Background: an optimization exercise with open tools, aiming at small area, a short achievable clock period and few clock cycles. Do not read the settings as production practice. RTL that was checked went through simulation tests only; none was proved equivalent to the original. The RTL of runs 5 to 7 was laid out without a check of its function.

**design/flow/config.mk**
```make
export PLATFORM = sky130hd
export DESIGN_NAME = kk7_combiner
export DESIGN_NICKNAME = kk7_combiner
export VERILOG_FILES = /design/flow/design.v
export SDC_FILE = /design/flow/constraint.sdc
export NUM_CORES = 4
export LEC_CHECK = 0
export ABC_AREA = 1
export CAP_MARGIN = 20
export CORE_MARGIN = 2
export CORE_UTILIZATION = 40
export SLEW_MARGIN = 20
```
**design/flow/flow/run.sh**
```bash
#!/bin/bash
# Standard layout, with timing repair asked to aim well below the clock period.
bash standard.sh SETUP_SLACK_MARGIN=26 finish > standard.log 2>&1
```
**design/flow/standard.sh**
```bash
#!/bin/bash
# synth_recipe.tcl (not shown) runs the flow's synth.tcl, then flattens the netlist and writes it again
# the make line also repeats each setting of config.mk as NAME=value (left out here)
make -C /OpenROAD-flow-scripts/flow DESIGN_CONFIG=/design/flow/config.mk WORK_HOME=/design/flow/orfs CLKGATE_MAP_FILE= SYNTH_SCRIPT=/design/flow/synth_recipe.tcl "${@:-finish}"
```
**design/flow/design.v**
```verilog
module kk7_comb_add (
    input  wire [31:0] y,
    input  wire        skip,
    input  wire        us,
    input  wire [8:0]  ueb,
    input  wire [27:0] um,
    output wire [31:0] r
);
    integer i;
    wire        ys    = y[31];
    wire [7:0]  yf    = y[30:23];
    wire        y_sp  = &yf;                        
    wire        y_nan = y_sp && (y[22:0] != 23'd0);
    wire        y_nz  = (yf != 8'd0);
    wire [8:0]  yeb   = {1'b0, yf[7:1], yf[0] | !y_nz};
    wire [27:0] ym    = {y_nz, y[22:0], 4'b0000};
    wire        eff_sub = us ^ ys;
    wire [9:0]  d1    = {1'b0, ueb} - {1'b0, yeb};
    wire [9:0]  d2    = {1'b0, yeb} - {1'b0, ueb};
    wire        dneg  = d1[9];                      
    wire        d0    = (d1 == 10'd0);
    wire        swap0 = d0 && eff_sub && (ym > um);
    wire [27:0] m_b   = dneg ? ym : um;             
    wire [27:0] m_s   = dneg ? um : ym;             
    wire [8:0]  e_big = dneg ? yeb : ueb;
    wire        s_r   = (dneg || swap0) ? ys : us;
    wire [9:0]  dab   = dneg ? d2 : d1;
    wire [4:0]  sh    = (dab[9:5] != 5'd0) ? 5'd31 : dab[4:0];
    wire [30:0] s_sh  = {m_s, 3'b000} >> sh;
    reg  [27:0] lowmask;
    always @* begin
        for (i = 0; i < 28; i = i + 1)
            lowmask[i] = ({27'd0, sh} >= i + 3);
    end
    wire        jam   = |(m_s & lowmask);
    wire [31:0] b_w   = {1'b0, m_b, 3'b000};
    wire [31:0] s_w   = {1'b0, s_sh[30:1], jam};
    wire [32:0] t_c   = {b_w, 1'b1} + {s_w ^ {32{eff_sub}}, eff_sub && !swap0};
    wire [31:0] sum   = t_c[32:1] ^ {32{swap0}};
    reg  [31:0] lim;
    always @* begin
        for (i = 0; i < 32; i = i + 1)
            lim[i] = (e_big == 9'd31 - i);
    end
    wire [31:0] sum_l = sum | lim;
    reg  [4:0]  lz;
    always @* begin
        lz = 5'd0;
        for (i = 0; i < 32; i = i + 1)
            if (sum_l[i]) lz = 5'd31 - i[4:0];
    end
    wire [31:0] nrm  = sum << lz;
    wire [23:0] mant = nrm[31:8];
    wire        inc  = nrm[7] & ((|nrm[6:0]) | mant[0]);
    wire [9:0]  fld0 = {1'b0, e_big} - {5'd0, lz} + {9'd0, mant[23]};
    wire [32:0] pk   = {fld0, mant[22:0]} + {32'd0, inc};
    wire        ovf  = (fld0 >= 10'd255) || ((fld0 == 10'd254) && inc && (&mant[22:0]));
    wire        zero = (sum == 32'd0);
    wire        pass = skip || y_sp;
    wire [31:0] r_sp = (skip || !y_nan) ? y : 32'h7FC0_0000;
    wire [31:0] r_nm = zero ? 32'h0000_0000 :
                       ovf  ? {s_r, 8'hFF, 23'd0} : {s_r, pk[30:0]};
    assign r = pass ? r_sp : r_nm;
endmodule
module kk7_combiner (
    input  wire         clk,
    input  wire         rst,
    input  wire         in_valid,
    output wire         in_ready,
    input  wire [31:0]  in_y,        
    input  wire         in_acc,      
    input  wire         in_ofmt,     
    input  wire         in_align,    
    input  wire         in_nan,      
    input  wire [199:0] in_s,        
    input  wire [63:0]  in_code,     
    input  wire [79:0]  in_ea,       
    output wire         out_valid,
    input  wire         out_ready,
    output wire [31:0]  out_y,
    output wire         out_ovf      
);
    integer i;
    reg        busy;        
    reg  [7:1] rem;         
    reg        rdy;         
    reg  [1:0] pend;        
    wire codes_equal = (in_code[15:8]  == in_code[7:0]) && (in_code[23:16] == in_code[7:0]) &&
                       (in_code[31:24] == in_code[7:0]) && (in_code[39:32] == in_code[7:0]) &&
                       (in_code[47:40] == in_code[7:0]) && (in_code[55:48] == in_code[7:0]) &&
                       (in_code[63:56] == in_code[7:0]);
    wire in_fused = in_align && codes_equal && (in_code[7:0] != 8'h00) && (in_code[7:0] != 8'hFF);
    reg  any_ff;
    reg  [7:1] act;
    always @* begin
        any_ff = in_nan;
        for (i = 0; i < 8; i = i + 1)
            any_ff = any_ff | (in_code[8*i +: 8] == 8'hFF);
        for (i = 1; i < 8; i = i + 1)
            act[i] = (in_code[8*i +: 8] != 8'h00) && (in_s[25*i +: 25] != 25'd0);
    end
    wire [7:1] rem_low  = rem & ~(rem - 7'd1);    
    wire [7:1] rem_rest = rem & (rem - 7'd1);
    wire       rem_many = (rem_rest != 7'd0);
    wire first  = !busy && in_valid;
    wire accept = busy && rdy;                     
    wire fetch  = first || (busy && (rem_many || rdy));
    wire [7:0] sel = busy ? {rem_low, 1'b0} : 8'd1;    
    wire       j_real = first || (rem != 7'd0);    
    wire       deliver = out_valid && out_ready;
    wire [7:1] rem_nx  = first ? (any_ff ? 7'd0 : act) :
                         (busy && rem_many) ? rem_rest :
                         accept ? 7'd0 : rem;
    wire       busy_nx = first || (busy && !accept);
    wire [1:0] pend_nx = pend + {1'b0, accept} - {1'b0, deliver};
    reg        fused_q;     
    always @(posedge clk) begin
        if (rst) begin
            busy <= 1'b0;
            rem  <= 7'd0;
            rdy  <= 1'b0;
            pend <= 2'd0;
        end else begin
            busy <= busy_nx;
            rem  <= rem_nx;
            rdy  <= busy && !accept && (!rem_many || ((rem_rest & (rem_rest - 7'd1)) == 7'd0)) &&
                    !pend_nx[1];
            pend <= pend_nx;
        end
        if (first) fused_q <= in_fused;
    end
    assign in_ready = rdy;
    reg [24:0] s_sel;
    reg [7:0]  code_sel;
    reg [9:0]  ea_sel;
    always @* begin
        s_sel = 25'd0; code_sel = 8'd0; ea_sel = 10'd0;
        for (i = 0; i < 8; i = i + 1) begin
            s_sel    = s_sel    | (in_s[25*i +: 25] & {25{sel[i]}});
            code_sel = code_sel | (in_code[8*i +: 8] & {8{sel[i]}});
            ea_sel   = ea_sel   | (in_ea[10*i +: 10] & {10{sel[i]}});
        end
    end
    reg        t_v, t_first, t_last, t_real, t_fused, t_ofmt, t_nan;
    reg [24:0] t_s;
    reg [7:0]  t_code;
    reg [9:0]  t_ea;
    always @(posedge clk) begin
        if (rst) begin
            t_v <= 1'b0; t_first <= 1'b0; t_last <= 1'b0;
        end else begin
            t_v     <= fetch;
            t_first <= first;
            t_last  <= accept;
        end
        t_real  <= fetch && j_real;
        t_fused <= first ? in_fused : fused_q;
        t_ofmt  <= in_ofmt;
        t_nan   <= any_ff;
        t_s     <= s_sel;
        t_code  <= code_sel;
        t_ea    <= ea_sel;
    end
    reg  [27:0] acc;        
    reg  [10:0] x0;         
    wire signed [10:0] x_j = $signed({3'b000, t_code}) - 11'sd127 + $signed({t_ea[9], t_ea});
    wire [27:0] s_ext   = t_real ? {{3{t_s[24]}}, t_s} : 28'd0;
    wire [27:0] acc_nx  = (t_first ? 28'd0 : acc) + s_ext;
    wire [27:0] val     = t_fused ? acc_nx : s_ext;
    wire signed [10:0] x = (t_fused && !t_first) ? x0 : x_j;
    wire        emit    = t_v && (t_fused ? t_last : (t_real && t_code != 8'h00));
    always @(posedge clk) begin
        acc <= acc_nx;
        if (t_first) x0 <= x_j;
    end
    wire        p_sign = val[27];
    wire [27:0] p_mag  = p_sign ? -val : val;
    wire signed [11:0] p_q = $signed({x[10], x}) + 12'sd153;
    wire        p_neg  = p_q[11];
    reg  [27:0] p_lim;
    always @* begin
        for (i = 0; i < 28; i = i + 1)
            p_lim[i] = (p_q == 27 - i);
    end
    wire [27:0] p_ml   = p_mag | p_lim;
    reg  [4:0]  p_lz;
    always @* begin
        p_lz = 5'd0;
        for (i = 0; i < 28; i = i + 1)
            if (p_ml[i]) p_lz = 5'd27 - i[4:0];
    end
    wire [4:0]  p_rs   = (p_q < -12'sd31) ? 5'd31 : -p_q[4:0];
    wire [4:0]  p_rot  = p_neg ? -p_rs : p_lz;       
    reg  [31:0] p_rv [0:5];
    integer k;
    always @* begin
        p_rv[0] = {4'b0000, p_mag};
        for (k = 0; k < 5; k = k + 1)
            p_rv[k+1] = p_rot[k] ? ((p_rv[k] << (1 << k)) | (p_rv[k] >> (32 - (1 << k)))) : p_rv[k];
    end
    reg  [31:0] p_wrap;
    always @* begin
        for (i = 0; i < 32; i = i + 1)
            p_wrap[i] = p_neg && ({27'd0, p_rs} >= 32 - i);
    end
    wire        p_jam  = |(p_rv[5] & p_wrap);
    wire [27:0] p_m    = (p_rv[5][27:0] & ~p_wrap[27:0]) | {27'd0, p_jam};
    wire signed [12:0] p_eb = $signed({{2{x[10]}}, x}) + 13'sd154 - $signed({8'd0, p_lz});
    wire [8:0]  p_e    = p_neg ? 9'd1 : (p_eb > 13'sd256) ? 9'd256 : p_eb[8:0];
    reg        u_skip, u_last, u_sign, u_ofmt, u_nan;
    reg [8:0]  u_eb;
    reg [27:0] u_m;
    always @(posedge clk) begin
        if (rst) begin
            u_skip <= 1'b1; u_last <= 1'b0;
        end else begin
            u_skip <= !emit || (val == 28'd0);
            u_last <= t_v && t_last;
        end
        u_sign <= p_sign;
        u_eb   <= p_e;
        u_m    <= p_m;
        u_ofmt <= t_ofmt;
        u_nan  <= t_nan;
    end
    reg  [31:0] y;
    wire [31:0] y_nx;
    kk7_comb_add u_add (
        .y    (y),
        .skip (u_skip),
        .us   (u_sign),
        .ueb  (u_eb),
        .um   (u_m),
        .r    (y_nx)
    );
    reg        r_v, r_ofmt, r_nan;
    reg [31:0] r_y;
    reg        o_v, o_ovf;
    reg [31:0] o_y;
    wire       o_free = !o_v || out_ready;
    always @(posedge clk) begin
        if (t_v && t_first)
            y <= in_acc ? in_y : 32'h0000_0000;
        else
            y <= y_nx;
        if (rst) begin
            r_v <= 1'b0;
            o_v <= 1'b0;
        end else begin
            r_v <= u_last || (r_v && !o_free);
            o_v <= r_v || (o_v && !out_ready);
        end
        if (u_last) begin
            r_y    <= y_nx;
            r_ofmt <= u_ofmt;
            r_nan  <= u_nan;
        end
        if (r_v && o_free) begin
            o_y   <= res;
            o_ovf <= ovf;
        end
    end
    wire        y_is_nan = (r_y[30:23] == 8'hFF) && (r_y[22:0] != 23'd0);
    wire [15:0] bf_rnd   = r_y[31:16] + {15'd0, r_y[15] & ((|r_y[14:0]) | r_y[16])};
    wire [15:0] bf       = y_is_nan ? 16'h7FC0 : bf_rnd;
    wire [31:0] res      = r_nan  ? (r_ofmt ? 32'h0000_7FC0 : 32'h7FC0_0000) :
                           r_ofmt ? {16'h0000, bf} : r_y;
    wire        ovf      = r_ofmt ? (res[14:0] == 15'h7F80) : (res[30:0] == 31'h7F80_0000);
    assign out_valid = o_v;
    assign out_y     = o_y;
    assign out_ovf   = o_ovf;
endmodule
```
**design/flow/constraint.sdc**
```tcl
create_clock -name core_clock -period 38.0 [get_ports {clk}]
set_input_delay 7.6000 -clock core_clock [delete_from_list [all_inputs] [get_ports {clk}]]
set_output_delay 7.6000 -clock core_clock [all_outputs]
set_load 0.01 [all_outputs]
```
==> flow_summary.json, run 1 <==
{
  "synthCells": 5008,
  "rows": 100,
  "worstMarginPinSlew_ps": 1142,
  "fin_setup_tns_ps": 0,
  "worstPathMaxFanout": 11,
  "clk_pin_slew_ps": 70,
  "wl_per_cell_um": 21.86,
  "clock_sinks": 243,
  "cts_tree": "done",
  "status": "finished clean",
  "clock_path_buffers": 3,
  "vias_per_cell": 5.690,
  "crit_path_end_kind": "flip-flop",
  "period_minus_slack_ps": 11070,
  "place_congestion": 1.017,
  "core_sq_um": 74570,
  "critPathBufInv": 9,
  "slew_headroom_pct": 23.86,
  "start_util_pct": 40.44,
  "yosysWarnings": 3,
  "async_reset_ff_share_pct": 0,
  "antenna_found_initial": 19,
  "min_path_type": "flip-flop to flip-flop",
  "post-route-util_pct": 49.40,
  "numCtsBuffers": 26,
  "grtUsageTotal_pct": 33.67,
  "hold_violations": 0,
  "grt_max_degree": 111,
  "ys_seq_area_share_pct": 18.75,
  "vias": 36207,
  "grt_pass1_vias": 34019,
  "drt-total-wl_um": 139100,
  "grt_setup_unrepaired": "false",
  "fin_nets": 5901,
  "ios": 419,
  "synthFlopType": "dfxtp_1",
  "dieArea_sq_um": 77600,
  "ys_ff_latch": 243,
  "yosysUniqueCellTypes": 73,
  "holdWs_ps": 347.8,
  "detail-route-antenna-nets": 0,
  "syn2layout_area_growth_pct": 22.15,
  "cap_violations": 0,
  "start_kind": "flip-flop",
  "cts-htree-levels": 1,
  "skew_ps": 11.28,
  "dp_hpwl_um": 112900,
  "final_layout_size_suffix_gt1_share_pct": 6.938,
  "cp.required_ps": 38490,
  "cpLargestDelayFamily": "simple AND/OR/NAND/NOR gates",
  "drc_errors": 0,
  "crit_top_cell": "nand2_1",
  "numPortBuffers": 418,
  "drtIter0Drc": 3145,
  "grt-ovfl-total": 0,
  "synth_edf_count": 79,
  "nFillCells": 7987,
  "arrival_ps": 11560,
  "grt_pass1_wl_um": 201300,
  "crit_type": "flip-flop to flip-flop",
  "slowest_delay_ps": 420,
  "max_freq_ghz": 0.09035,
  "timing.final.crit_share_pct": 29.13,
  "ctsRootBufferMaster": "clkbuf_16",
  "syn_area_sq_um": 30160,
  "dr.pass1.iters": 8,
  "die_h_um": 278.6,
  "finalSetupViolCount": 0,
  "die_x_um": 278.6,
  "slew_viol_final": 0,
  "post_synth.cell_area_avg_sq_um": 6.022,
  "clkLatencyLatePin_ps": 560,
  "slowest_stage": "fa_1",
  "syn_nets": 5553,
  "final_cells": 6363,
  "placedCellCount": 6240
}
-- layout make-up --
cell class	count	area, sq um	share of cell area, %
clock buffer	37	795.8	2.160
clock inverter	11	107.6	0.2921
tap	969	1212	3.291
multi-input combinational	3849	21300	57.82
antenna	18	45.04	0.1223
timing repair inverter	2	13.76	0.03736
sequential	243	5659	15.36
timing repair buffer	492	4851	13.17
inverter	742	2854	7.748
-- cells by family after synthesis --
logic type      count (synthesis)  share of synthesized area, %
simple gates                 2767                         41.20
buf+inv                       930                         12.73
compound gates                714                         14.78
flops                         243                         18.75
xor+xnor                      192                         5.676
fa+ha+maj                     161                         6.829
mux                             1                       0.03319
-- timing repair --
item,CTS,global route
buffers inserted,0,38
gates resized for setup,16,94
hold buffers,0,0
endpoints found under the setup margin,62,62
pin swaps,0,19
cloned,1,18
-- per-layer routing --
layer  share of wire (%)  vias to the layer above  GRT usage, %
li1                    -                    17479             -
met1                  37                    16599         37.16
met2                  48                     1673         59.08
met3                 5.8                      456         3.232
met4                 9.3                        0         27.12
met5                   0                        -             0
-- Yosys cell counts (58+ instances only) --
cell | number | area share [%]
a221oi_1 | 62 | 1.8
o221ai_1 | 58 | 1.7
edfxtp_1 | 79 | 7.9
nand2_1 | 1204 | 15
nor3_1 | 65 | 1.1
inv_1 | 705 | 8.8
ha_1 | 155 | 6.4
dfxtp_1 | 164 | 11
nor2_1 | 421 | 5.2
a21oi_1 | 192 | 3.2
clkbuf_1 | 94 | 1.2
o21ai_0 | 221 | 3.7
nor4_1 | 79 | 1.6
nand3_1 | 761 | 13
xor2_1 | 133 | 3.9
nand4_1 | 93 | 1.9
-- worst paths after layout --
| path | startpoint | to | slack (ps) | cells after the start |
|---|---|---|---|---|
| worst min register to register | t_nan | u_nan | 350 | 0 |
| worst min-delay path | t_nan | u_nan | 350 | 0 |
| worst max register to register | y[23] | y[29] | 26930 | 75 |
| worst max-delay path | y[23] | y[29] | 26930 | 75 |
-- stage by stage --
step / setup WS (ps) / instance area (sq um)
after detailed placement: 24360 / 34820
after global placement: 24530 / 34820
after floorplan: 28210 / 30160
after CTS: 25990 / 35820
final: 26930 / 36840
after global routing: 26040 / 36830
-- state kept, by name (all words and copies together), names as in the netlist, 7 cells and up --
name and cells:
acc 28, o_y 32, r_y 32, rem 7
t_code 8, t_ea 10, t_s 25, u_eb 9
u_m 28, x0 11, y 32
-- cell usage in the layout, fill, tap and decap left out, types with 12 or more instances in the layout --
master / instances
nand2_1: 1198
nand2_2: 43
clkdlybuf4s50_1: 418
nand3b_1: 13
o221ai_1: 58
o22ai_1: 25
xnor2_1: 54
diode_2: 18
inv_1: 705
o21ai_2: 31
nand3_4: 12
ha_1: 155
inv_2: 18
a21oi_1: 186
xor2_1: 123
nand3_1: 754
nor4_1: 77
nor2_2: 23
a221oi_1: 61
clkbuf_16: 32
dfxtp_1: 161
nand4_1: 93
a31oi_1: 21
buf_4: 64
edfxtp_1: 79
nor2_1: 418
nand3_2: 29
o21ai_1: 25
o21ai_0: 212
nor3_1: 61
Testbench counts, summed over its fixed seeds: cycles 32,572.
==> run 2, diff against run 1 <==
--- a/design/flow/config.mk
+++ b/design/flow/config.mk
@@ -9,4 +9,5 @@
 export CAP_MARGIN = 20
 export CORE_MARGIN = 2
 export CORE_UTILIZATION = 40
+export GPL_TIMING_DRIVEN = 1
 export SLEW_MARGIN = 20
==> run 2 against run 1 <==
First-iteration DRC count is the same. Utilization is the same. Design area is the same. Register-to-register slack barely moved. Area after synthesis unchanged. Sequential cell count is the same. Sequential share of layout area unchanged. Setup slack is the same. Worst hold slack unchanged.
==> flow_summary.json, run 2 <==
{
  "crit_top_cell": "nand2_1",
  "clkLatencyLatePin_ps": 560,
  "cts_hold_buffers": 0,
  "slew_viol_final": 0,
  "ctsRootBufferMaster": "clkbuf_16",
  "ys_top_cells_by_area": "nand2_1 (15%), nand3_1 (13%), dfxtp_1 (11%), inv_1 (8.8%), edfxtp_1 (7.9%)",
  "timing.final.crit_share_pct": 29.13,
  "synth_edf_count": 79,
  "cp.required_ps": 38490,
  "largestRegisters": "o_y x32, r_y x32, y x32",
  "post_synth.cell_area_avg_sq_um": 6.022,
  "clock_path_buffers": 3,
  "grt_pass1_wl_um": 201300,
  "min_path_type": "flip-flop to flip-flop",
  "clk_pin_slew_ps": 70,
  "post_dp_cell_area_sq_um": 34820,
  "vias_per_cell": 5.690,
  "slew_headroom_pct": 23.86,
  "drt-total-wl_um": 139100,
  "ios": 419,
  "worstMarginPinSlew_ps": 1142,
  "synth_top_cells_by_count": "nand2_1 (1204), nand3_1 (761), inv_1 (705), nor2_1 (421), o21ai_0 (221)",
  "start_util_pct": 40.44,
  "worstPathMaxFanout": 11,
  "grtUsageTotal_pct": 33.67,
  "status": "finished clean",
  "final_cells": 6363,
  "syn_nets": 5553,
  "final_cell_mix": "nand2_1 (1198), nand3_1 (754), inv_1 (705), nor2_1 (418), clkdlybuf4s50_1 (418)",
  "syn2layout_area_growth_pct": 22.15,
  "numPortBuffers": 418,
  "dr.pass1.iters": 8,
  "syn_area_sq_um": 30160,
  "numCtsBuffers": 26,
  "crit_type": "flip-flop to flip-flop",
  "dieArea_sq_um": 77600,
  "async_reset_ff_share_pct": 0,
  "post-route-util_pct": 49.40,
  "slowest_delay_ps": 420,
  "slowest_stage": "fa_1",
  "synthFlopType": "dfxtp_1",
  "max_freq_ghz": 0.09035,
  "hold_violations": 0,
  "die_h_um": 278.6,
  "synth_top_area_share_pct": 14.99,
  "synthCells": 5008,
  "crit_path_end_kind": "flip-flop",
  "drc_errors": 0,
  "antenna_found_initial": 19,
  "grt_setup_unrepaired": "false",
  "vias": 36207,
  "fin_nets": 5901,
  "skew_ps": 11.28,
  "yosysWarnings": 3,
  "ys_ff_latch": 243,
  "detail-route-antenna-nets": 0,
  "die_x_um": 278.6,
  "finalSetupViolCount": 0,
  "cap_violations": 0,
  "yosysUniqueCellTypes": 73,
  "grt_max_degree": 111,
  "clock_sinks": 243,
  "grt-ovfl-total": 0,
  "period_minus_slack_ps": 11070,
  "ys_seq_area_share_pct": 18.75,
  "place_congestion": 1.017,
  "fin_setup_tns_ps": 0,
  "start_kind": "flip-flop",
  "drtIter0Drc": 3145,
  "rows": 100,
  "cts-htree-levels": 1,
  "mostFrequentLayoutCell": "nand2_1",
  "final_layout_size_suffix_gt1_share_pct": 6.938,
  "cts_tree": "done",
  "grt_pass1_vias": 34019,
  "dp_hpwl_um": 112900,
  "critPathBufInv": 9,
  "cpLargestDelayFamily": "simple AND/OR/NAND/NOR gates",
  "synth_top_area_cell": "nand2_1",
  "arrival_ps": 11560,
  "finalInstanceArea_sq_um": 36840,
  "wl_per_cell_um": 21.86,
  "synth.most_common_cell": "nand2_1",
  "placedCellCount": 6240,
  "core_sq_um": 74570
}
[run 2: cell counts in the layout (fill, tap and decap cells not counted)]
Identical to the previous run, type by type.
[run 2: area by class of cell]
type                    instances  area (sq um)
well taps                     969          1212
repair inverters                2         13.76
inverters                     742          2854
fillers                      7987         37730
clock buffers                  37         795.8
diodes                         18         45.04
multi-input cells            3849         21300
repair buffers                492          4851
flip-flops and latches        243          5659
clock inverters                11         107.6
[run 2: worst paths after layout]
| check | from | end | slack [ps] | depth (start not counted) |
|---|---|---|---|---|
| min reg2reg | t_nan | u_nan | 350 | 0 |
| min | t_nan | u_nan | 350 | 0 |
| max | y[23] | y[29] | 26930 | 75 |
| max reg2reg | y[23] | y[29] | 26930 | 75 |
[run 2: cells by family (layout without fill, tap and decap cells)]
kind of cell               after synthesis  after routing  synth area share, %
xor gates and xnor gates               192            192                5.676
DFF                                    243            243                18.75
other                                    0             18                    0
adders and majority gates              161            161                6.829
buffers and inverters                  930           1284                12.73
muxes                                    1              1              0.03319
and+or+nand+nor                       2767           2781                41.20
AOI/OAI and AO/OA                      714            714                14.78
[run 2: layer usage]
layer	GRT usage [%]	up-vias	routed length, um
li1	-	17479	-
met4	27.12	0	12920
met2	59.08	1673	66980
met1	37.16	16599	51140
met3	3.232	456	8045
met5	0	-	0
[run 2: what timing repair did]
item                                    CTS  global route
endpoints found under the hold margin     0             0
buffers inserted                          0            38
cloned                                    1            18
endpoints found under the setup margin   62            62
resized for setup                        16            94
pin swaps                                 0            19
[run 2: per-stage QoR]
stage	hold slack, ps	worst slack (ps)
2_1_floorplan	309.6	28210
3_3_place_gp	313.2	24530
3_5_place_dp	330.9	24360
4_1_cts	347.8	25990
5_1_grt	358.5	26040
6_report	347.8	26930
==> run 3, diff against run 2 <==
==> design/flow/flow/run.sh (replaced) <==
#!/bin/bash
# Standard layout, with timing repair asked to aim well below the clock period.
bash standard.sh SETUP_SLACK_MARGIN=27.5 finish > standard.log 2>&1
--- a/design/flow/config.mk
+++ b/design/flow/config.mk
@@ -9,5 +9,4 @@
 export CAP_MARGIN = 20
 export CORE_MARGIN = 2
 export CORE_UTILIZATION = 40
-export GPL_TIMING_DRIVEN = 1
 export SLEW_MARGIN = 20
==> run 3 against run 2 <==
Sequential share of layout area shrank 0.52 points. Wire length grew 1.7%. Area after synthesis is the same. Die area is the same. Clock-buffer cell count is the same. Critical path depth grew 4. Register-to-register slack gained 540 ps. Critical endpoint is now r_y[17].
==> flow_summary.json, run 3 <==
{
  "status": "finished clean",
  "cap_violations": 0,
  "largestRegisters": "o_y x32, r_y x32, y x32",
  "synth.most_common_cell": "nand2_1",
  "synth_top_area_share_pct": 14.99,
  "final_cells": 6435,
  "timing.final.crit_share_pct": 27.72,
  "dr.pass1.iters": 7,
  "worstMarginPinSlew_ps": 1147,
  "ys_ff_latch": 243,
  "grtUsageTotal_pct": 34.72,
  "clock_sinks": 243,
  "start_util_pct": 40.44,
  "ys_seq_area_share_pct": 18.75,
  "drt-total-wl_um": 141500,
  "grt_pass1_wl_um": 207500,
  "synth_edf_count": 79,
  "ys_top_cells_by_area": "nand2_1 (15%), nand3_1 (13%), dfxtp_1 (11%), inv_1 (8.8%), edfxtp_1 (7.9%)",
  "vias": 36638,
  "dieArea_sq_um": 77600,
  "max_freq_ghz": 0.09494,
  "async_reset_ff_share_pct": 0,
  "synth_top_area_cell": "nand2_1",
  "holdWs_ps": 347.7,
  "hold_violations": 0,
  "final_layout_size_suffix_gt1_share_pct": 10.35,
  "period_minus_slack_ps": 10530,
  "drtIter0Drc": 3277,
  "slew_headroom_pct": 23.54,
  "placedCellCount": 6240,
  "wl_per_cell_um": 21.99,
  "arrival_ps": 10830,
  "crit_type": "flip-flop to flip-flop",
  "skew_ps": 10.24,
  "clock_path_buffers": 3,
  "ctsRootBufferMaster": "clkbuf_16",
  "yosysUniqueCellTypes": 73,
  "ios": 419,
  "cts-htree-levels": 1,
  "critPathBufInv": 10,
  "yosysWarnings": 3,
  "dp_hpwl_um": 112900,
  "slowest_delay_ps": 370,
  "synthFlopType": "dfxtp_1",
  "grt_setup_unrepaired": "true",
  "post-route-util_pct": 51.23,
  "crit_path_end_kind": "flip-flop",
  "worstPathMaxFanout": 10,
  "final_cell_mix": "nand2_1 (1164), nand3_1 (732), inv_1 (695), clkdlybuf4s50_1 (418), nor2_1 (409)",
  "syn_nets": 5553,
  "core_sq_um": 74570,
  "cpLargestDelayFamily": "simple AND/OR/NAND/NOR gates",
  "slowest_stage": "dfxtp_4",
  "die_h_um": 278.6,
  "rows": 100,
  "post_synth.cell_area_avg_sq_um": 6.022,
  "antenna_found_initial": 19,
  "drc_errors": 0,
  "syn_area_sq_um": 30160,
  "cts_hold_buffers": 0,
  "min_path_type": "flip-flop to flip-flop",
  "clk_pin_slew_ps": 70,
  "numCtsBuffers": 26,
  "finalSetupViolCount": 0,
  "detail-route-antenna-nets": 0,
  "cp.required_ps": 38300,
  "synth_top_cells_by_count": "nand2_1 (1204), nand3_1 (761), inv_1 (705), nor2_1 (421), o21ai_0 (221)",
  "cts_tree": "done",
  "slew_viol_final": 0,
  "synthCells": 5008,
  "grt_pass1_vias": 34802,
  "syn2layout_area_growth_pct": 26.68,
  "numPortBuffers": 418,
  "place_congestion": 1.017,
  "clkLatencyLatePin_ps": 560,
  "mostFrequentLayoutCell": "nand2_1",
  "fin_setup_tns_ps": 0,
  "fin_nets": 5972,
  "die_x_um": 278.6,
  "grt_max_degree": 111,
  "vias_per_cell": 5.694,
  "start_kind": "flip-flop",
  "grt-ovfl-total": 0,
  "crit_top_cell": "nand2_2"
}
-- run 3: final cells by class --
class,count,area (sq um)
diodes,19,47.55
clock buffers,37,795.8
clock inverters,11,107.6
fillers,7801,36370
inverters,742,2897
multi-input cells,3854,21990
flip-flops and latches,243,5670
well taps,969,1212
repair buffers,557,5464
repair inverters,3,22.52
-- run 3: per-stage QoR --
stage,cell area (sq um),setup slack (ps)
2_1_floorplan,30160,28210
6_report,38200,27470
3_5_place_dp,34820,24360
3_3_place_gp,34820,24530
5_1_grt,38200,26700
4_1_cts,36970,27510
-- run 3: cell families after synthesis --
| group | after synthesis | synth area share (%) |
|---|---|---|
| AOI/OAI and AO/OA | 714 | 14.78 |
| xor gates and xnor gates | 192 | 5.676 |
| adders and majority gates | 161 | 6.829 |
| buffers and inverters | 930 | 12.73 |
| DFF | 243 | 18.75 |
| muxes | 1 | 0.03319 |
| and+or+nand+nor | 2767 | 41.20 |
-- run 3: path summary, 6_finish.rpt --
path | startpoint | end | slack [ps] | depth (start not counted)
setup / recovery | y[30] | r_y[17] | 27470 | 79
hold / removal | t_nan | u_nan | 350 | 0
setup reg to reg | y[30] | r_y[17] | 27470 | 79
hold reg to reg | t_nan | u_nan | 350 | 0
-- run 3: worst reg2reg max path, delay by kind of cell (launching register included) --
kind	cells	cell delay (ps)
simple gates	48	5120
compound gates	13	1910
fa+ha+maj	5	1370
buf+inv	10	1090
xor+xnor	3	410
flops	1	370
-- run 3: timing repair --
item / 4_1_cts / 5_1_grt
gates cloned: 19 / 7
pin swaps: 41 / 83
gates resized for setup: 124 / 172
endpoints found under the setup margin: 62 / 82
setup buffers: 49 / 53
-- run 3: layer usage --
layer / wire length, um / track usage [%]
met5: 0 / 0
met4: 13380 / 28.36
met3: 8574 / 3.517
met2: 67880 / 60.67
met1: 51680 / 38.27
==> run 4, diff against run 3 <==
==> design/flow/run.sh (new file) <==
#!/bin/bash
# synth_recipe.tcl (not shown) runs the flow's synth.tcl, then flattens the netlist and writes it again
# the make line also repeats each setting of config.mk as NAME=value (left out here)
make -C /OpenROAD-flow-scripts/flow DESIGN_CONFIG=/design/flow/config.mk WORK_HOME=/design/flow/orfs CLKGATE_MAP_FILE= SYNTH_SCRIPT=/design/flow/synth_recipe.tcl finish
removed: design/flow/flow/run.sh
removed: design/flow/standard.sh
==> run 4 against run 3 <==
Wire length is 4.4% lower. Largest cell class unchanged. Global-route usage is 1.1 points lower. Still clean. Critical endpoint is now r_y[14]. Cell count is 2.0% lower. Non-clock buffer count decreased by 106. Design area decreased by 6.4%. Critical path depth up 3.
==> flow_summary.json, run 4 <==
{
  "timing.final.crit_share_pct": 36.33,
  "die_h_um": 278.6,
  "syn2layout_area_growth_pct": 18.61,
  "synth.most_common_cell": "nand2_1",
  "dr.pass1.iters": 9,
  "synth_edf_count": 79,
  "start_kind": "flip-flop",
  "hold_violations": 0,
  "die_x_um": 278.6,
  "crit_top_cell": "nand2_1",
  "synth_top_area_share_pct": 14.99,
  "synth_top_area_cell": "nand2_1",
  "yosysWarnings": 3,
  "vias_per_cell": 5.632,
  "final_cell_mix": "nand2_1 (1204), nand3_1 (758), inv_1 (705), nor2_1 (420), clkdlybuf4s50_1 (418)",
  "slowest_stage": "inv_2",
  "slowest_delay_ps": 690,
  "clkLatencyLatePin_ps": 560,
  "arrival_ps": 14080,
  "vias": 35512,
  "cpLargestDelayFamily": "simple AND/OR/NAND/NOR gates",
  "cts-resized-gates": 0,
  "cap_violations": 0,
  "syn_area_sq_um": 30160,
  "wl_per_cell_um": 21.46,
  "numCtsBuffers": 26,
  "dp_hpwl_um": 112900,
  "clk_pin_slew_ps": 70,
  "finalSetupViolCount": 0,
  "slew_headroom_pct": 16.19,
  "cts_setup_buffers": 0,
  "yosysUniqueCellTypes": 73,
  "crit_cells": 82,
  "rr_worst_depth": 82,
  "cp.required_ps": 38280,
  "ys_seq_area_share_pct": 18.75,
  "drc_errors": 0,
  "numPortBuffers": 418,
  "grt_max_degree": 111,
  "grt_setup_unrepaired": "false",
  "cts-htree-levels": 1,
  "crit_path_end_kind": "flip-flop",
  "dieArea_sq_um": 77600,
  "async_reset_ff_share_pct": 0,
  "start_util_pct": 40.44,
  "skew_ps": 11.13,
  "max_freq_ghz": 0.07243,
  "status": "finished clean",
  "drtIter0Drc": 3040,
  "holdWs_ps": 347.8,
  "clock_path_buffers": 3,
  "ios": 419,
  "worstMarginPinSlew_ps": 1257,
  "post_synth.cell_area_avg_sq_um": 6.022,
  "rows": 100,
  "final_layout_size_suffix_gt1_share_pct": 5.208,
  "nFillCells": 8062,
  "grt_pass1_wl_um": 200900,
  "grt-ovfl-total": 0,
  "min_path_cells": 0,
  "detail-route-antenna-nets": 0,
  "antenna_found_initial": 19,
  "core_sq_um": 74570,
  "grt_pass1_vias": 33950,
  "cts_tree": "done",
  "syn_nets": 5553,
  "grtUsageTotal_pct": 33.59,
  "critPathBufInv": 12,
  "ys_top_cells_by_area": "nand2_1 (15%), nand3_1 (13%), dfxtp_1 (11%), inv_1 (8.8%), edfxtp_1 (7.9%)",
  "fin_setup_tns_ps": 0,
  "drt-total-wl_um": 135300,
  "min_path_type": "flip-flop to flip-flop",
  "synthFlopType": "dfxtp_1",
  "synthCells": 5008,
  "place_congestion": 1.017,
  "slew_viol_final": 0,
  "ctsRootBufferMaster": "clkbuf_16",
  "crit_type": "flip-flop to flip-flop",
  "cts_hold_buffers": 0,
  "worstPathMaxFanout": 43,
  "mostFrequentLayoutCell": "nand2_1",
  "largestRegisters": "o_y x32, r_y x32, y x32",
  "period_minus_slack_ps": 13810,
  "fin_nets": 5844,
  "synth_top_cells_by_count": "nand2_1 (1204), nand3_1 (761), inv_1 (705), nor2_1 (421), o21ai_0 (221)",
  "ys_ff_latch": 243,
  "clock_sinks": 243
}
run 4: cell types whose count changed in the layout (fill, tap and decap cells not counted), sizes merged, moves of 2 or more:
cell,before,now
buf,135,33
nand2,1262,1251
nand3,796,789
bufbuf,3,0
clkinvlp,5,3
diode,19,17
run 4: kinds of logic after synthesis:
logic type                 Yosys count  synth area share (%)
AOI/OAI and AO/OA                  714                 14.78
xor gates and xnor gates           192                 5.676
adders and majority gates          161                 6.829
buffers and inverters              930                 12.73
DFF                                243                 18.75
muxes                                1               0.03319
and+or+nand+nor                   2767                 41.20
run 4: cell type report:
cell class	instances	area [sq um]	area share [%]
Multi-Input combinational cell	3835	20730	57.97
Sequential cell	243	5657	15.81
Timing Repair Buffer	451	4429	12.38
Inverter	742	2790	7.800
Tap cell	969	1212	3.390
Clock buffer	37	795.8	2.225
Clock inverter	11	107.6	0.3008
Antenna cell	17	42.54	0.1189
run 4: worst reg2reg max path, delay by kind of cell, from the launching register on:
kind                     cells  cell delay (ps)
adder cells (fa/ha/maj)      5             1450
AO/OA/AOI/OAI               15             2360
XOR/XNOR                     3              410
AND/OR/NAND/NOR             47             6580
buffers and inverters       12             2400
flip-flops                   1              360
run 4: path summary, 6_finish.rpt:
check / startpoint / endpoint / slack [ps]
max: y[30] / r_y[14] / 24190
min: t_nan / u_nan / 350
max reg2reg: y[30] / r_y[14] / 24190
min reg2reg: t_nan / u_nan / 350
run 4: layer usage:
layer,part of all wire (%),GRT usage [%],vias to the layer above
met4,9.1,26.50,0
met5,0,0,-
met2,48,59.13,1571
li1,-,-,17346
met3,5.6,3.115,388
met1,37,37.21,16207
run 4: per-stage QoR:
step / setup slack [ps] / instance area (sq um) / util (%) / instances
4_1_cts: 24310 / 35730 / 47.91 / 6288
2_1_floorplan: 28210 / 30160 / - / 5008
3_3_place_gp: 24530 / 34820 / 46.69 / 6239
5_1_grt: 22680 / 35770 / 47.97 / 6305
3_5_place_dp: 24360 / 34820 / 46.70 / 6240
6_report: 24190 / 35770 / 47.97 / 6305
==> run 5, diff against run 4 <==
--- a/design/flow/design.v
+++ b/design/flow/design.v
@@ -91,12 +91,12 @@
                        (in_code[63:56] == in_code[7:0]);
     wire in_fused = in_align && codes_equal && (in_code[7:0] != 8'h00) && (in_code[7:0] != 8'hFF);
     reg  any_ff;
-    reg  [7:1] act;
+    reg  [7:0] act;
     always @* begin
         any_ff = in_nan;
         for (i = 0; i < 8; i = i + 1)
             any_ff = any_ff | (in_code[8*i +: 8] == 8'hFF);
-        for (i = 1; i < 8; i = i + 1)
+        for (i = 0; i < 8; i = i + 1)
             act[i] = (in_code[8*i +: 8] != 8'h00) && (in_s[25*i +: 25] != 25'd0);
     end
     wire [7:1] rem_low  = rem & ~(rem - 7'd1);    
@@ -105,15 +105,18 @@
     wire first  = !busy && in_valid;
     wire accept = busy && rdy;                     
     wire fetch  = first || (busy && (rem_many || rdy));
-    wire [7:0] sel = busy ? {rem_low, 1'b0} : 8'd1;    
-    wire       j_real = first || (rem != 7'd0);    
+    wire [7:0] act_e   = any_ff ? 8'd0 : act;
+    wire [7:0] act_low = act_e & ~(act_e - 8'd1);
+    wire [7:0] sel = busy ? {rem_low, 1'b0} : act_low;    
+    wire       j_real = busy ? (rem != 7'd0) : (act_e != 8'd0);    
     wire       deliver = out_valid && out_ready;
-    wire [7:1] rem_nx  = first ? (any_ff ? 7'd0 : act) :
+    wire [7:1] rem_nx  = first ? (act_e[7:1] & ~act_low[7:1]) :
                          (busy && rem_many) ? rem_rest :
                          accept ? 7'd0 : rem;
     wire       busy_nx = first || (busy && !accept);
     wire [1:0] pend_nx = pend + {1'b0, accept} - {1'b0, deliver};
     reg        fused_q;     
+    reg  [10:0] x0;         
     always @(posedge clk) begin
         if (rst) begin
             busy <= 1'b0;
@@ -127,7 +130,10 @@
                     !pend_nx[1];
             pend <= pend_nx;
         end
-        if (first) fused_q <= in_fused;
+        if (first) begin
+            fused_q <= in_fused;
+            x0      <= $signed({3'b000, in_code[7:0]}) - 11'sd127 + $signed({in_ea[9], in_ea[9:0]});
+        end
     end
     assign in_ready = rdy;
     reg [24:0] s_sel;
@@ -162,16 +168,14 @@
         t_ea    <= ea_sel;
     end
     reg  [27:0] acc;        
-    reg  [10:0] x0;         
     wire signed [10:0] x_j = $signed({3'b000, t_code}) - 11'sd127 + $signed({t_ea[9], t_ea});
     wire [27:0] s_ext   = t_real ? {{3{t_s[24]}}, t_s} : 28'd0;
     wire [27:0] acc_nx  = (t_first ? 28'd0 : acc) + s_ext;
     wire [27:0] val     = t_fused ? acc_nx : s_ext;
-    wire signed [10:0] x = (t_fused && !t_first) ? x0 : x_j;
+    wire signed [10:0] x = t_fused ? x0 : x_j;
     wire        emit    = t_v && (t_fused ? t_last : (t_real && t_code != 8'h00));
     always @(posedge clk) begin
         acc <= acc_nx;
-        if (t_first) x0 <= x_j;
     end
     wire        p_sign = val[27];
     wire [27:0] p_mag  = p_sign ? -val : val;
==> design/flow/flow/run.sh (new file) <==
#!/bin/bash
# Standard layout, with timing repair asked to aim well below the clock period.
bash standard.sh SETUP_SLACK_MARGIN=26 finish > standard.log 2>&1
==> design/flow/standard.sh (new file) <==
#!/bin/bash
# synth_recipe.tcl (not shown) runs the flow's synth.tcl, then flattens the netlist and writes it again
# the make line also repeats each setting of config.mk as NAME=value (left out here)
make -C /OpenROAD-flow-scripts/flow DESIGN_CONFIG=/design/flow/config.mk WORK_HOME=/design/flow/orfs CLKGATE_MAP_FILE= SYNTH_SCRIPT=/design/flow/synth_recipe.tcl "${@:-finish}"
removed: design/flow/run.sh
==> run 5 against run 4 <==
Still clean on timing, DRC and antenna. Via count rose by 4.9%. Register-to-register slack improved by 2600 ps. Sequential cell count did not move. Global-route usage rose by 1.3 points. Synthesized cell count rose by 2.7%. Sequential share of layout area fell by 0.94 points. First-iteration DRC count rose by 21%.
==> flow_summary.json, run 5 <==
{
  "start_kind": "input pin",
  "nFillCells": 8408,
  "vias": 37248,
  "worstMarginPinSlew_ps": 1178,
  "async_reset_ff_share_pct": 0,
  "antenna_found_initial": 13,
  "die_x_um": 284.1,
  "slew_headroom_pct": 20.63,
  "ys_ff_latch": 243,
  "clkLatencyLatePin_ps": 590,
  "crit_path_end_kind": "flip-flop",
  "start_util_pct": 40.46,
  "synth_top_area_cell": "nand2_1",
  "clock_sinks": 243,
  "crit_type": "input pin to flip-flop",
  "period_minus_slack_ps": 11740,
  "drt-total-wl_um": 149400,
  "ctsRootBufferMaster": "clkbuf_16",
  "crit_top_cell": "nor2_1",
  "finalInstanceArea_sq_um": 38020,
  "post_synth.cell_area_avg_sq_um": 6.105,
  "worstPathMaxFanout": 34,
  "numPortBuffers": 418,
  "mostFrequentLayoutCell": "nand2_1",
  "cp.required_ps": 38480,
  "post_dp_cell_area_sq_um": 36080,
  "drtIter0Drc": 3667,
  "yosysUniqueCellTypes": 85,
  "min_path_type": "flip-flop to flip-flop",
  "hold_violations": 0,
  "dp_hpwl_um": 122300,
  "cts-htree-levels": 1,
  "cpLargestDelayFamily": "simple AND/OR/NAND/NOR gates",
  "ios": 419,
  "syn2layout_area_growth_pct": 21.12,
  "yosysWarnings": 3,
  "arrival_ps": 12220,
  "ys_top_cells_by_area": "nand2_1 (15%), nand3_1 (12%), dfxtp_1 (10%), inv_1 (7.7%), edfxtp_1 (7.6%)",
  "clock_path_buffers": 3,
  "dr.pass1.iters": 8,
  "dieArea_sq_um": 80740,
  "slew_viol_final": 0,
  "regToRegSetupSlack_ps": 26840,
  "status": "finished clean",
  "max_freq_ghz": 0.08519,
  "ys_seq_area_share_pct": 18.02,
  "place_congestion": 1.056,
  "grt_setup_unrepaired": "false",
  "synthCells": 5142,
  "cap_violations": 0,
  "synth.most_common_cell": "nand2_1",
  "syn_area_sq_um": 31390,
  "final_cell_mix": "nand2_1 (1280), nand3_1 (745), inv_1 (641), nor2_1 (436), clkdlybuf4s50_1 (418)",
  "detail-route-antenna-nets": 0,
  "grt_max_degree": 103,
  "cts_tree": "done",
  "largestRegisters": "o_y x32, r_y x32, y x32",
  "grt_pass1_wl_um": 218500,
  "regArea_sq_um": 5655,
  "finalSetupViolCount": 0,
  "grtUsageTotal_pct": 34.94,
  "synth_edf_count": 79,
  "fin_setup_tns_ps": 0,
  "synth_top_area_share_pct": 15.40,
  "slowest_stage": "nor4_1",
  "core_sq_um": 77590,
  "critPathBufInv": 6,
  "synthFlopType": "dfxtp_1",
  "drc_errors": 0,
  "synth_top_cells_by_count": "nand2_1 (1288), nand3_1 (745), inv_1 (641), nor2_1 (440), o21ai_0 (230)",
  "post-route-util_pct": 49.00,
  "wl_per_cell_um": 22.79,
  "rows": 102,
  "vias_per_cell": 5.682,
  "timing.final.crit_share_pct": 30.89,
  "numCtsBuffers": 28,
  "slowest_delay_ps": 950,
  "grt-ovfl-total": 0,
  "cts_hold_buffers": 0,
  "fin_nets": 6041,
  "crit_chain": "clkdlybuf4s50_1 > nor4_1 > nand2_1 > o32ai_1 > nor2_1 > nor2_1 > inv_1 > nor2_1 > inv_1 > nor2_1 > inv_1 > nor2_1 > nand3_1 > nand2_1 > buf_4 > clkinv_1 > o221ai_1",
  "multi_input_area_sq_um": 22550,
  "syn_nets": 5701,
  "final_layout_size_suffix_gt1_share_pct": 7.177,
  "skew_ps": 19.34,
  "die_h_um": 284.1,
  "clk_pin_slew_ps": 60,
  "grt_pass1_vias": 35600
}
## run 5: logic make-up after synthesis
group	count (synthesis)	share of synthesized area, %
simple gates	2904	42.03
buf+inv	872	11.82
compound gates	744	15.10
flops	243	18.02
xor+xnor	203	5.855
fa+ha+maj	175	7.142
mux	1	0.03189
## run 5: stage by stage
step	setup WS, ps	instances	hold slack [ps]
after floorplan	27670	5142	309.6
after global placement	25210	6445	319.1
after detailed placement	25060	6446	318.4
after CTS	26060	6507	331.8
after global routing	25960	6553	335.0
final	26260	6555	331.0
## run 5: area by class of cell
type | instances | area share (%)
multi-input cells | 4037 | 59.31
flip-flops and latches | 243 | 14.87
repair buffers | 490 | 12.73
inverters | 681 | 6.943
well taps | 1040 | 3.422
clock buffers | 37 | 2.066
clock inverters | 15 | 0.5627
diodes | 11 | 0.07239
repair inverters | 1 | 0.02303
## run 5: metal layers
layer	vias to the layer above	global-route usage, %	share of wire (%)
li1	17964	-	-
met2	1764	59.94	47
met4	2	26.08	8.9
met5	-	0	0.0087
met3	472	3.499	6.1
met1	17046	40.27	38
## run 5: path summary, 6_finish.rpt
check                           depth (start not counted)  startpoint   endpoint
worst max-delay path                                   17    in_s[66]  t_code[2]
worst min-delay path                                    0      t_ofmt     u_ofmt
worst max register to register                         76       y[24]      y[30]
worst min register to register                          0      t_ofmt     u_ofmt
## run 5: worst register-to-register path, delay by kind of cell, from the launching register on
family	cells	cell delay, ps
DFF	1	360
and+or+nand+nor	42	5030
buffers and inverters	11	1150
AOI/OAI and AO/OA	15	2570
adders and majority gates	5	1510
xor gates and xnor gates	3	500
## run 5: what timing repair did
| action | CTS | global route |
|---|---|---|
| pin swaps | 4 | 13 |
| buffers inserted | 7 | 26 |
| gates cloned | 2 | 11 |
| setup endpoints to repair | 62 | 69 |
| gates resized for setup | 10 | 96 |
==> run 6, diff against run 5 <==
==> design/flow/flow/run.sh (replaced) <==
#!/bin/bash
# Standard layout, with timing repair asked to aim well below the clock period.
bash standard.sh SETUP_SLACK_MARGIN=29 finish > standard.log 2>&1
==> run 6 against run 5 <==
Die area did not move. Non-clock buffer count rose by 298. Clock skew rose by 8.4 ps. Register-to-register slack improved by 770 ps. Cell count rose by 4.7%. Sequential cell count did not move. Highest routed layer unchanged.
==> flow_summary.json, run 6 <==
{
  "numPortBuffers": 418,
  "skew_ps": 27.77,
  "ys_ff_latch": 243,
  "ctsRootBufferMaster": "clkbuf_16",
  "drc_errors": 0,
  "regToRegSetupSlack_ps": 27610,
  "core_sq_um": 77590,
  "place_congestion": 1.146,
  "cts-htree-levels": 1,
  "clock_path_buffers": 3,
  "post_synth.cell_area_avg_sq_um": 6.105,
  "synth_top_area_share_pct": 15.40,
  "nFillCells": 7553,
  "drt-total-wl_um": 163800,
  "drtIter0Drc": 4216,
  "worstPathMaxFanout": 102,
  "min_path_type": "flip-flop to flip-flop",
  "synth_edf_count": 79,
  "vias_per_cell": 5.844,
  "critPathBufInv": 11,
  "grt-ovfl-total": 0,
  "cpLargestDelayFamily": "simple AND/OR/NAND/NOR gates",
  "synth_top_cells_by_count": "nand2_1 (1288), nand3_1 (745), inv_1 (641), nor2_1 (440), o21ai_0 (230)",
  "syn_area_sq_um": 31390,
  "slowest_delay_ps": 980,
  "finalInstanceArea_sq_um": 44540,
  "grt_pass1_wl_um": 233600,
  "antenna_found_initial": 16,
  "worstMarginPinSlew_ps": 1218,
  "post-route-util_pct": 57.41,
  "synthCells": 5142,
  "cts_hold_buffers": 0,
  "crit_top_cell": "nand3_2",
  "regArea_sq_um": 5667,
  "synth.most_common_cell": "nand2_1",
  "grt_max_degree": 103,
  "dp_hpwl_um": 121200,
  "mostFrequentLayoutCell": "nand2_1",
  "max_freq_ghz": 0.09628,
  "cap_violations": 0,
  "ys_seq_area_share_pct": 18.02,
  "period_minus_slack_ps": 10390,
  "timing.final.crit_share_pct": 27.33,
  "syn_nets": 5701,
  "cts_tree": "done",
  "fin_setup_tns_ps": 0,
  "die_h_um": 284.1,
  "synth_top_area_cell": "nand2_1",
  "dr.pass1.iters": 14,
  "clkLatencyLatePin_ps": 580,
  "grt_pass1_vias": 37660,
  "status": "finished clean",
  "syn2layout_area_growth_pct": 41.89,
  "largestRegisters": "o_y x32, r_y x32, y x32",
  "multi_input_area_sq_um": 25980,
  "routed-wl-met2_um": 76820,
  "pre_cts_slack_ps": 25280,
  "slowest_stage": "o21ai_0",
  "clock_sinks": 243,
  "ios": 419,
  "cp.required_ps": 38300,
  "wl_per_cell_um": 23.87,
  "postLayoutSetupSlackWorst_ps": 27610,
  "final_layout_size_suffix_gt1_share_pct": 21.72,
  "detail-route-antenna-nets": 0,
  "die_x_um": 284.1,
  "start_kind": "flip-flop",
  "post_dp_cell_area_sq_um": 36320,
  "start_util_pct": 40.46,
  "numCtsBuffers": 25,
  "arrival_ps": 10690,
  "grtUsageTotal_pct": 37.57,
  "yosysUniqueCellTypes": 85,
  "slew_viol_final": 0,
  "async_reset_ff_share_pct": 0,
  "grt_setup_unrepaired": "true",
  "crit_path_end_kind": "flip-flop",
  "clk_pin_slew_ps": 70,
  "fin_nets": 6347,
  "crit_type": "flip-flop to flip-flop",
  "yosysWarnings": 3,
  "ys_top_cells_by_area": "nand2_1 (15%), nand3_1 (12%), dfxtp_1 (10%), inv_1 (7.7%), edfxtp_1 (7.6%)",
  "topRoutingLayerUsed": "met5",
  "final_cell_mix": "nand2_1 (1172), nand3_1 (681), inv_1 (607), nor2_1 (404), clkdlybuf4s50_1 (240)",
  "wl_met3_um": 11760,
  "finalSetupViolCount": 0,
  "drt-met1-wl_um": 58790,
  "synthFlopType": "dfxtp_1",
  "hold_violations": 0,
  "dieArea_sq_um": 80740,
  "vias": 40093,
  "slew_headroom_pct": 17.96,
  "rows": 102
}
-- run 6: cell count changes in the layout (fill, tap and decap cells not counted), sizes merged, moves of 13 or more --
| cell | change |
|---|---|
| clkdlybuf4s50 | -178 |
| clkbuf | +41 |
| dlymetal6s2s | +18 |
| dlygate4sd2 | +81 |
| clkdlybuf4s15 | +13 |
| buf | +317 |
-- run 6: cells by family after synthesis --
kind of cell,synth area share [%]
and+or+nand+nor,42.03
buffers and inverters,11.82
AOI/OAI and AO/OA,15.10
DFF,18.02
xor gates and xnor gates,5.855
adders and majority gates,7.142
muxes,0.03189
-- run 6: layout make-up --
type,count,share of cell area [%]
repair inverters,4,0.1011
well taps,1040,2.921
multi-input cells,4045,58.34
flip-flops and latches,243,12.72
clock buffers,35,1.635
repair buffers,788,17.74
clock inverters,10,0.3399
inverters,681,6.126
diodes,15,0.08427
-- run 6: routing by layer --
metal / global-route usage, % / vias to the layer above
li1: - / 18641
met1: 42.29 / 18403
met2: 65.13 / 2288
met3: 4.318 / 759
met4: 28.41 / 2
met5: 0 / -
-- run 6: through the flow --
stage	hold slack [ps]	std cells
after detailed placement	312.1	6448
after global placement	311.5	6448
after floorplan	309.6	5142
after global routing	340.5	6860
final	328.4	6861
after CTS	328.5	6705
-- run 6: repair_timing --
item / CTS / global route
endpoints found under the setup margin: 159 / 158
gates cloned: 36 / 10
setup buffers: 176 / 131
pin swaps: 148 / 243
resized for setup: 747 / 535
-- run 6: final timing paths --
kind / start / to / cells past startpoint
worst min register to register: t_nan / u_nan / 0
worst max-delay path: u_eb[3] / r_y[15] / 68
worst max register to register: u_eb[3] / r_y[15] / 68
worst min-delay path: t_nan / u_nan / 0
-- run 6: worst register-to-register path: cells and delay by family, from the launching register on --
family,cells,cell delay (ps)
xor+xnor,3,520
compound gates,17,3060
flops,1,330
fa+ha+maj,4,1320
simple gates,33,3650
buf+inv,11,1220
==> run 7, diff against run 6 <==
--- a/design/flow/design.v
+++ b/design/flow/design.v
@@ -84,7 +84,7 @@
     reg        busy;        
     reg  [7:1] rem;         
     reg        rdy;         
-    reg  [1:0] pend;        
+    reg        pend;        
     wire codes_equal = (in_code[15:8]  == in_code[7:0]) && (in_code[23:16] == in_code[7:0]) &&
                        (in_code[31:24] == in_code[7:0]) && (in_code[39:32] == in_code[7:0]) &&
                        (in_code[47:40] == in_code[7:0]) && (in_code[55:48] == in_code[7:0]) &&
@@ -114,7 +114,7 @@
                          (busy && rem_many) ? rem_rest :
                          accept ? 7'd0 : rem;
     wire       busy_nx = first || (busy && !accept);
-    wire [1:0] pend_nx = pend + {1'b0, accept} - {1'b0, deliver};
+    wire       pend_nx = accept || (pend && !deliver);
     reg        fused_q;     
     reg  [10:0] x0;         
     always @(posedge clk) begin
@@ -122,12 +122,12 @@
             busy <= 1'b0;
             rem  <= 7'd0;
             rdy  <= 1'b0;
-            pend <= 2'd0;
+            pend <= 1'b0;
         end else begin
             busy <= busy_nx;
             rem  <= rem_nx;
             rdy  <= busy && !accept && (!rem_many || ((rem_rest & (rem_rest - 7'd1)) == 7'd0)) &&
-                    !pend_nx[1];
+                    !pend_nx;
             pend <= pend_nx;
         end
         if (first) begin
@@ -237,40 +237,31 @@
         .um   (u_m),
         .r    (y_nx)
     );
-    reg        r_v, r_ofmt, r_nan;
-    reg [31:0] r_y;
-    reg        o_v, o_ovf;
+    reg        o_v, o_ofmt, o_nan;
     reg [31:0] o_y;
-    wire       o_free = !o_v || out_ready;
     always @(posedge clk) begin
         if (t_v && t_first)
             y <= in_acc ? in_y : 32'h0000_0000;
         else
             y <= y_nx;
-        if (rst) begin
-            r_v <= 1'b0;
+        if (rst)
             o_v <= 1'b0;
-        end else begin
-            r_v <= u_last || (r_v && !o_free);
-            o_v <= r_v || (o_v && !out_ready);
-        end
+        else if (u_last)
+            o_v <= 1'b1;
+        else if (deliver)
+            o_v <= 1'b0;
         if (u_last) begin
-            r_y    <= y_nx;
-            r_ofmt <= u_ofmt;
-            r_nan  <= u_nan;
-        end
-        if (r_v && o_free) begin
-            o_y   <= res;
-            o_ovf <= ovf;
-        end
-    end
-    wire        y_is_nan = (r_y[30:23] == 8'hFF) && (r_y[22:0] != 23'd0);
-    wire [15:0] bf_rnd   = r_y[31:16] + {15'd0, r_y[15] & ((|r_y[14:0]) | r_y[16])};
+            o_y    <= y_nx;
+            o_ofmt <= u_ofmt;
+            o_nan  <= u_nan;
+        end
+    end
+    wire        y_is_nan = (o_y[30:23] == 8'hFF) && (o_y[22:0] != 23'd0);
+    wire [15:0] bf_rnd   = o_y[31:16] + {15'd0, o_y[15] & ((|o_y[14:0]) | o_y[16])};
     wire [15:0] bf       = y_is_nan ? 16'h7FC0 : bf_rnd;
-    wire [31:0] res      = r_nan  ? (r_ofmt ? 32'h0000_7FC0 : 32'h7FC0_0000) :
-                           r_ofmt ? {16'h0000, bf} : r_y;
-    wire        ovf      = r_ofmt ? (res[14:0] == 15'h7F80) : (res[30:0] == 31'h7F80_0000);
+    wire [31:0] res      = o_nan  ? (o_ofmt ? 32'h0000_7FC0 : 32'h7FC0_0000) :
+                           o_ofmt ? {16'h0000, bf} : o_y;
     assign out_valid = o_v;
-    assign out_y     = o_y;
-    assign out_ovf   = o_ovf;
+    assign out_y     = res;
+    assign out_ovf   = o_ofmt ? (res[14:0] == 15'h7F80) : (res[30:0] == 31'h7F80_0000);
 endmodule
==> design/flow/run.sh (new file) <==
#!/bin/bash
# synth_recipe.tcl (not shown) runs the flow's synth.tcl, then flattens the netlist and writes it again
# the make line also repeats each setting of config.mk as NAME=value (left out here)
make -C /OpenROAD-flow-scripts/flow DESIGN_CONFIG=/design/flow/config.mk WORK_HOME=/design/flow/orfs CLKGATE_MAP_FILE= SYNTH_SCRIPT=/design/flow/synth_recipe.tcl finish
removed: design/flow/flow/run.sh
removed: design/flow/standard.sh
==> run 7 against run 6 <==
Design area is 19% lower. Still clean. Critical endpoint is now o_y[10]. Area after synthesis is 1.9% lower. Critical path type unchanged. Non-clock buffer count is 329 lower. Setup slack worse by 2900 ps.
==> flow_summary.json, run 7 <==
{
  "min_path_cells": 0,
  "slowest_delay_ps": 600,
  "drt-total-wl_um": 138200,
  "post_dp_cell_area_sq_um": 35240,
  "cts-htree-levels": 1,
  "syn_nets": 5693,
  "yosysWarnings": 3,
  "drc_errors": 0,
  "vias": 36437,
  "cts_hold_buffers": 0,
  "cap_violations": 0,
  "finalInstanceArea_sq_um": 36080,
  "die_x_um": 281.5,
  "grt_pass1_vias": 34608,
  "r2r_end": "o_y[10]",
  "crit_path_end_kind": "flip-flop",
  "mostFrequentLayoutCell": "nand2_1",
  "synth.most_common_cell": "nand2_1",
  "ys_seq_area_share_pct": 15.02,
  "numPortBuffers": 418,
  "synth_top_cells_by_count": "nand2_1 (1257), nand3_1 (750), inv_1 (667), nor2_1 (417), o21ai_0 (198)",
  "placedCellCount": 6425,
  "cp.required_ps": 38280,
  "core_sq_um": 76080,
  "syn_area_sq_um": 30800,
  "grt_max_degree": 89,
  "hold_violations": 0,
  "clk_pin_slew_ps": 70,
  "async_reset_ff_share_pct": 0,
  "ios": 419,
  "grt-ovfl-total": 0,
  "rr_worst_depth": 80,
  "rows": 101,
  "skew_ps": 20.61,
  "synthCells": 5134,
  "synth_top_area_share_pct": 15.32,
  "clkLatencyLatePin_ps": 550,
  "syn2layout_area_growth_pct": 17.15,
  "start_kind": "flip-flop",
  "dp_hpwl_um": 114400,
  "synthFlopType": "dfxtp_1",
  "wl_per_cell_um": 21.35,
  "ctsRootBufferMaster": "clkbuf_16",
  "min_path_type": "flip-flop to flip-flop",
  "fin_setup_tns_ps": 0,
  "drtIter0Drc": 3481,
  "start_util_pct": 40.48,
  "grt_setup_unrepaired": "false",
  "vias_per_cell": 5.629,
  "min-delay-start": "t_nan",
  "grtUsageTotal_pct": 33.68,
  "slew_headroom_pct": 18.62,
  "ys_top_cells_by_area": "nand2_1 (15%), nand3_1 (12%), dfxtp_1 (11%), inv_1 (8.1%), ha_1 (6.8%)",
  "clock_sinks": 208,
  "status": "finished clean",
  "regToRegSetupSlack_ps": 24720,
  "cts_setup_buffers": 0,
  "slowest_stage": "clkinv_2",
  "worstPathMaxFanout": 48,
  "finalSetupViolCount": 0,
  "ys_ff_latch": 208,
  "clock_path_buffers": 3,
  "antenna_found_initial": 8,
  "detail-route-antenna-nets": 0,
  "yosysUniqueCellTypes": 84,
  "largestRegisters": "o_y x32, y x32"
}
## run 7: changes by cell type after synthesis, sizes merged, moves of 15 or more
cell     delta
o21ai      -17
o2111ai    +15
inv        +30
nor2       -24
edfxtp     -33
nand4      -16
## run 7: final cells by class
type                            instances  share of cell area, %
Antenna cell                            6                0.04162
Clock buffer                           32                  1.828
Clock inverter                         10                 0.4543
Inverter                              709                  7.408
Multi-Input combinational cell       4019                  61.43
Sequential cell                       208                  12.82
Tap cell                             1030                  3.572
Timing Repair Buffer                  459                  12.45
## run 7: cells by family after synthesis
family                     Yosys count  synth area share (%)
AOI/OAI and AO/OA                  769                 15.97
buffers and inverters              907                 13.18
xor gates and xnor gates           198                 5.729
adders and majority gates          175                 7.281
DFF                                208                 15.02
and+or+nand+nor                   2877                 42.83
## run 7: worst max path at each step
stage / from / endpoint / slack, ps / cells past startpoint
2_1_floorplan: in_code[4] / t_code[0] / 27580 / 22
3_3_place_gp: y[24] / o_y[10] / 25190 / 81
3_5_place_dp: y[24] / o_y[10] / 24930 / 80
4_1_cts: y[24] / o_y[10] / 24890 / 80
5_1_grt: y[24] / o_y[10] / 23400 / 80
6_report: y[24] / o_y[10] / 24720 / 80
## run 7: metal layers
layer	routed length, um	part of all wire, %	GRT usage (%)
met3	8159	5.9	3.190
met4	9156	6.6	19.60
met5	11	0.0080	0
met2	65430	47	58.15
met1	55460	40	40.74
## run 7: critical path: cells and delay by family (launching register included)
| kind | cells | cell delay, ps |
|---|---|---|
| and+or+nand+nor | 48 | 6330 |
| AOI/OAI and AO/OA | 13 | 2280 |
| buffers and inverters | 11 | 1780 |
| adders and majority gates | 5 | 1510 |
| xor gates and xnor gates | 3 | 700 |
| DFF | 1 | 340 |
## run 7: stage by stage
stage                     setup WS [ps]  hold WS (ps)
after floorplan                   27580         309.6
after global placement            25190         310.3
after detailed placement          24930         313.2
after CTS                         24890         334.1
after global routing              23400         351.2
final                             24720         334.2

-- afterwards: timing with drivers on the ports --
In the flow no input, the clock included, has a driving cell. The finished layouts below were timed again as built, in two steps.
Step 1, drivers: a clkbuf_16 drives clk and a buf_2 each remaining input, both assumed.
Step 2, shift: input delay + t, output delay - t, t = (earliest + latest rising clock arrival at the registers) / 2. This alone moves slack from input paths to output paths.
Three values: ideal, step 1, step 2; two values: the first two.
run | t (ns) | slack for setup (ns) | hold WS [ns] | worst setup path after step 2 | worst data-port slew with drivers (ns)
run 1 | 0.620 | 26.932 / 26.932 / 26.932 | 0.348 / 0.348 / 0.348 | register to register | 0.16
run 2 | 0.620 | 26.932 / 26.932 / 26.932 | 0.348 / 0.348 / 0.348 | register to register | 0.16
run 3 | 0.621 | 27.467 / 27.467 / 27.467 | 0.348 / 0.348 / 0.348 | register to register | 0.16
run 4 | 0.619 | 24.194 / 24.194 / 24.194 | 0.348 / 0.348 / 0.348 | register to register | 0.16
run 5 | 0.627 | 26.261 / 26.291 / 25.664 | 0.331 / 0.331 / 0.331 | input to register | 0.13
run 6 | 0.615 | 27.613 / 27.613 / 27.059 | 0.328 / 0.328 / 0.328 | input to register | 0.12
run 7 | 0.595 | 24.718 / 24.718 / 24.718 | 0.334 / 0.334 / 0.334 | register to register | 0.12
After both steps setup and hold are still met in every run listed. The setup slack of run 5, which loses most, moves by +0.030 ns with the drivers and by -0.597 ns with both steps.
